This design comes from an exercise in tuning for small area and a short achievable clock period on the open sky130 flow, not from production work. In this exercise RTL edits were held to simulation tests only and were not proved equivalent to the original. Power and IR drop assume default switching activity.

Setup of try-indigo:
## pantry
module pantry (
    input  wire        clk,
    input  wire        rst,
    input  wire        cmd_valid,
    input  wire [2:0]  cmd_op,
    input  wire [2:0]  cmd_queue,
    input  wire [31:0] cmd_data,
    output reg         resp_valid,
    output reg  [31:0] resp_data,
    output reg  [15:0] resp_payload,
    output wire [5:0]  pool_free,
    output wire        pool_exhausted,
    output wire [4:0]  reserve_total,
    output reg  [15:0] overrun_count,
    output reg  [15:0] reclaimed_count,
    output wire [7:0]  q_nonempty,
    output wire [7:0]  q_full
);
export LEC_CHECK = 0
export CAP_MARGIN = 20
export CORE_MARGIN = 2
export CORE_UTILIZATION = 40
export PLACE_DENSITY = 0.6
export SLEW_MARGIN = 20
create_clock -name core_clock -period 30.0 [get_ports {clk}]
run.sh (not shown) runs the stock make flow with config.mk's settings and CLKGATE_MAP_FILE= SYNTH_SCRIPT=/design/flow/synth_recipe.tcl, a recipe that flattens the netlist after the stock synthesis.
[inputs] try-garnet vs try-indigo
- CTS_CLUSTER_DIAMETER newly set to 85
- CTS_CLUSTER_SIZE newly set to 26
==> flow/flow/run.sh (new file) <==
#!/bin/bash
bash standard.sh SETUP_SLACK_MARGIN=21 TNS_END_PERCENT=100 finish > standard.log 2>&1
==> flow/standard.sh (new file) <==
#!/bin/bash
# synth_recipe.tcl (not shown) runs the flow's synth.tcl, then flattens the netlist and writes it again
# the make line also repeats each setting of config.mk as NAME=value (left out here)
make -C /OpenROAD-flow-scripts/flow DESIGN_CONFIG=/design/flow/config.mk WORK_HOME=/design/flow/orfs CLKGATE_MAP_FILE= SYNTH_SCRIPT=/design/flow/synth_recipe.tcl "${@:-finish}"
removed: flow/run.sh
==> comparison <==
Reported for try-garnet and try-indigo, multiplexer share of the synthesized area turned out identical to the last digit.
From try-garnet to try-indigo, synthesized cell count did not move at all.
Relative to try-indigo, count of non-filler cells in the finished layout has decreased by 57 in try-garnet.
Compared with try-indigo, try-garnet shows a higher slack of the critical path.
Edits applied to the flow inputs when going from try-garnet to try-delta:
- CTS_CLUSTER_SIZE changed from 26 to 22
- CTS_CLUSTER_DIAMETER changed from 85 to 70
==> flow/flow/run.sh <==
#!/bin/bash
bash standard.sh SETUP_SLACK_MARGIN=20.3 TNS_END_PERCENT=100 finish > standard.log 2>&1
### Flow results
try-delta against try-garnet: design area has decreased; number of buffers inserted by post-CTS setup repair has decreased; switching part of the total power has decreased.
try-delta was carried through to the last stage, and its layout satisfied the timing, DRC and antenna checks.
try-garnet went all the way through the flow, and no timing, DRC or antenna check failed.
Re routed wire length: try-garnet was higher than try-delta.
Diff try-garnet -> try-delta: met1 routing resource usage after global routing shows a reduction of 1.5 points, combinational group power shows a reduction of 11%, post-route worst setup slack shows a reduction of 0.69 ns.
Looking at number of cells on the critical path, try-delta sits 3 below try-garnet.

run A:
Starting RTL as in the previous note.
Settings: LEC_CHECK=0, CAP_MARGIN=20, CORE_MARGIN=2, CORE_UTILIZATION=40, CTS_CLUSTER_DIAMETER=70, CTS_CLUSTER_SIZE=22, PLACE_DENSITY=0.6, SLEW_MARGIN=20; clock period 30.0 ns.
standard.sh (not shown) runs the stock make flow with config.mk's settings and CLKGATE_MAP_FILE= SYNTH_SCRIPT=/design/flow/synth_recipe.tcl, a recipe that flattens the netlist after the stock synthesis.
==> flow/flow/run.sh <==
#!/bin/bash
bash standard.sh SETUP_SLACK_MARGIN=21 TNS_END_PERCENT=100 finish > standard.log 2>&1
### run A -> run B
Settings: changing CORE_UTILIZATION from 40 to 50; changing PLACE_DENSITY from 0.6 to 0.7.
### Flow results
Run A and run B ended up with nearly the same multi-input combinational cell count.
Taking run A as the reference point, the area added between synthesis and finish of run B falls by 0.85 points.
In run B, the reported net switching power came out 56 uW below the value in run A.
> inputs changed (run B -> run C)
Settings: CORE_UTILIZATION now 40, was 50; CTS_CLUSTER_SIZE no longer set, was 22; PLACE_DENSITY now 0.6, was 0.7; CTS_CLUSTER_DIAMETER no longer set, was 70.
==> run notes <==
| worst setup slack | run C vs run B | ≈ equal |
Looking only at biggest fanout along the worst timing path, and setting everything else aside, the lower value of run B and run C goes to run B.
After synthesis and placement, the instance count of run C is above that of run B.
Against run B, run C comes in 0.052 ns lower on setup skew after layout.
Side by side, register-to-register slack turned out lower in run C than in run B.
Final standard cell area without fillers deteriorates in run C relative to run B.
[compare] base=run B new=run C: non-clock buffer instance count of the final layout comparable; detailed router's first-iteration violation count now smaller.
Input-level comparison between run D and run C:
Settings: CTS_CLUSTER_SIZE newly set to 22; CTS_CLUSTER_DIAMETER newly set to 70.
==> flow/flow/run.sh <==
#!/bin/bash
bash standard.sh SETUP_SLACK_MARGIN=22.5 TNS_END_PERCENT=100 finish > standard.log 2>&1
### Flow results
Against run C, run D reports a sequential group share of total power that is higher. In run D, the minimum hold slack came out 0.012 ns above the value in run C. Compared with run C, run D shows a higher first-iteration detailed-routing DRC count. The critical path depth of run D exceeds that of run C by 13. Run D and run C ended up with nearly the same combined flip-flop and latch cell area. Run D vs run C: combinational fraction of design power up in run D. Going from run C to run D, wire length went up by about 6%; data arrival time of the worst path grew by 0.04 ns. Going from run C to run D, the maximum clock rate was found to have gone down by about 0.4%.

==> what the ideal ports hide <==
The flow's constraints put no driver on any port. The routed layouts listed below were extracted and timed again, unchanged, in two steps. Step 1 assumes that a clkbuf_16 drives the clock port and a buf_2 every other input. Step 2 moves the port delays by t, midway between the first and last clock arrival at a register: inputs arrive t later, outputs are due t later. That takes back most of the time a late clock gives input paths. Three values: no drivers, after step 1, after step 2; two values: the first two.
| run | t (ns) | setup slack, ns | clock arrival spread, ns |
|---|---|---|---|
| try-indigo | 0.945 | 18.159 / 18.215 / 17.270 | 0.088 / 0.088 |
| try-garnet | 0.885 | 20.935 / 20.771 / 19.885 | 0.072 / 0.073 |
| try-delta | 0.890 | 20.245 / 20.174 / 19.284 | 0.068 / 0.068 |
| run A | 0.904 | 20.893 / 20.785 / 19.881 | 0.086 / 0.085 |
| run B | 0.855 | 20.870 / 20.638 / 19.784 | 0.125 / 0.125 |
| run C | 0.926 | 20.868 / 20.809 / 19.882 | 0.065 / 0.065 |
| run D | 0.900 | 20.830 / 20.687 / 19.787 | 0.077 / 0.078 |
After both steps every run listed still meets setup and hold. For run B, which loses most, drivers alone change the setup slack by -0.232 ns; drivers and shift together by -1.086 ns.
